This is an optimization exercise on Yosys and OpenROAD, whose aim is small area, a short achievable clock period and few clock cycles per item, not a production implementation.
Function was checked by simulation only, so behaviour that the tests miss may differ from the original.

## lane 1
Design aes_core, start of the top module:
module aes_core (
  input  wire         clk,
  input  wire         rst,        
  input  wire         key_load,   
  input  wire         key_256,    
  input  wire [255:0] key,
  input  wire         start,      
  input  wire         dir,        
  input  wire [127:0] din,
  output wire         ready,
  output reg          done,
  output wire [127:0] dout
);
  function [7:0] xtime(input [7:0] a);
    xtime = {a[6:0], 1'b0} ^ (a[7] ? 8'h1b : 8'h00);
  endfunction
  function [7:0] xinv(input [7:0] a);
    xinv = a[0] ? ({1'b0, a[7:1]} ^ 8'h8d) : {1'b0, a[7:1]};
  endfunction
  function [127:0] shift_rows(input [127:0] s);
    integer r, c;
    begin
      for (c = 0; c < 4; c = c + 1)
        for (r = 0; r < 4; r = r + 1)
          shift_rows[127 - 8*(4*c + r) -: 8] = s[127 - 8*(4*((c + r) % 4) + r) -: 8];
    end
  endfunction
  function [127:0] inv_shift_rows(input [127:0] s);
    integer r, c;
    begin
      for (c = 0; c < 4; c = c + 1)
        for (r = 0; r < 4; r = r + 1)
          inv_shift_rows[127 - 8*(4*c + r) -: 8] = s[127 - 8*(4*((c + 4 - r) % 4) + r) -: 8];
    end
  endfunction
  function [31:0] mix_col(input [31:0] a);
    reg [7:0] a0, a1, a2, a3, t;
    begin
      {a0, a1, a2, a3} = a;
      t = a0 ^ a1 ^ a2 ^ a3;
      mix_col = {a0 ^ t ^ xtime(a0 ^ a1),
                 a1 ^ t ^ xtime(a1 ^ a2),
                 a2 ^ t ^ xtime(a2 ^ a3),
                 a3 ^ t ^ xtime(a3 ^ a0)};
    end
  endfunction
  function [31:0] p_col(input [31:0] a);
    reg [7:0] a0, a1, a2, a3, u, v;
    begin
      {a0, a1, a2, a3} = a;
      u = xtime(xtime(a0 ^ a2));
      v = xtime(xtime(a1 ^ a3));
      p_col = {a0 ^ u, a1 ^ v, a2 ^ u, a3 ^ v};
    end
  endfunction
  function [127:0] mix_columns(input [127:0] s);
    mix_columns = {mix_col(s[127:96]), mix_col(s[95:64]),
                   mix_col(s[63:32]),  mix_col(s[31:0])};
  endfunction
  function [127:0] p_columns(input [127:0] s);
    p_columns = {p_col(s[127:96]), p_col(s[95:64]),
                 p_col(s[63:32]),  p_col(s[31:0])};
  endfunction
  ...
Size: about 15,000 cells after synthesis, ~520 I/O pins, roughly 99,000 um^2 of cells after synthesis.
clock: 12.0 ns
lec_check: 0
abc_area: 1
cap_margin: 20
core_margin: 2
core_utilization: 30
place_density: 0.45
slew_margin: 20
standard.sh (not shown) runs the stock make flow with config.mk's settings and CLKGATE_MAP_FILE= SYNTH_SCRIPT=/design/flow/synth_recipe.tcl, a recipe that flattens the netlist after the stock synthesis.
==> flow/flow/run.sh <==
#!/bin/bash
# Standard ORFS layout (the standard flow's SDC and config, unchanged), with
#  - repair_timing aiming at a setup margin beyond the clock period's slack,
#  - the port buffers made with buf_1 (every port still gets its buffer).
set -euo pipefail
bash standard.sh SETUP_SLACK_MARGIN=7.5 "BUFFER_PORTS_ARGS=-buffer_cell sky130_fd_sc_hd__buf_1" finish > standard_flow.log 2>&1
Input-level comparison between lane 2 and lane 1:
Settings: PLACE_DENSITY now 0.6, was 0.45; CORE_UTILIZATION now 45, was 30.
==> flow/flow/run.sh <==
#!/bin/bash
# Standard ORFS layout (the standard flow's SDC and config, unchanged), with
#  - repair_timing aiming at a setup margin beyond the clock period's slack,
#  - the port buffers made with buf_1 (every port still gets its buffer).
set -euo pipefail
bash standard.sh SETUP_SLACK_MARGIN=7 "BUFFER_PORTS_ARGS=-buffer_cell sky130_fd_sc_hd__buf_1" finish > standard_flow.log 2>&1
[summary]
Between lane 2 and lane 1, it is lane 2 whose routing usage on met2 is higher, by 14 points. Lane 2 vs lane 1 — worst hold slack rose 0.0030 ns. Post-route cell area delta (lane 2 − lane 1): favourable. Re required time of the worst setup path: lane 1 and lane 2 aren't equal, and the lower value belongs to lane 2. When lane 2 is set beside lane 1, its non-clock buffer count turns out to be 116 smaller. In the reports for lane 1 and lane 2, the larger global-route wire length before repair belongs to lane 1. Number of flip-flops and latches: lane 1 vs lane 2 identical. Comparing lane 1 and lane 2, HPWL after detailed placement is lower on lane 2. Summary — global routing met1 resource utilization, lane 2 relative to lane 1: higher, by 11 points.

re-timing with driven ports:
In the flow no input, the clock included, has a driving cell. The finished layouts below were timed again as built, in two steps. Step 1, drivers: a clkbuf_16 drives clk and a buf_2 each remaining input, both assumed. Step 2, shift: input delay + t, output delay - t, t = (earliest + latest rising clock arrival at the registers) / 2. This alone moves slack from input paths to output paths. Three values: ideal, step 1, step 2; two values: the first two.
run	t, ns	setup WS [ns]	clock arrival spread, ns	slew at the worst register clock pin (ns)	pins driven straight from the clock port
lane 1	0.969	7.494 / 7.494 / 6.745	0.111 / 0.111	0.07 / 0.07	1
lane 2	0.901	7.071 / 7.071 / 6.436	0.094 / 0.094	0.07 / 0.07	1
After both steps setup and hold are still met in every run listed. For lane 1, which loses most, drivers alone change the setup slack by 0.000 ns; drivers and shift together by -0.749 ns.
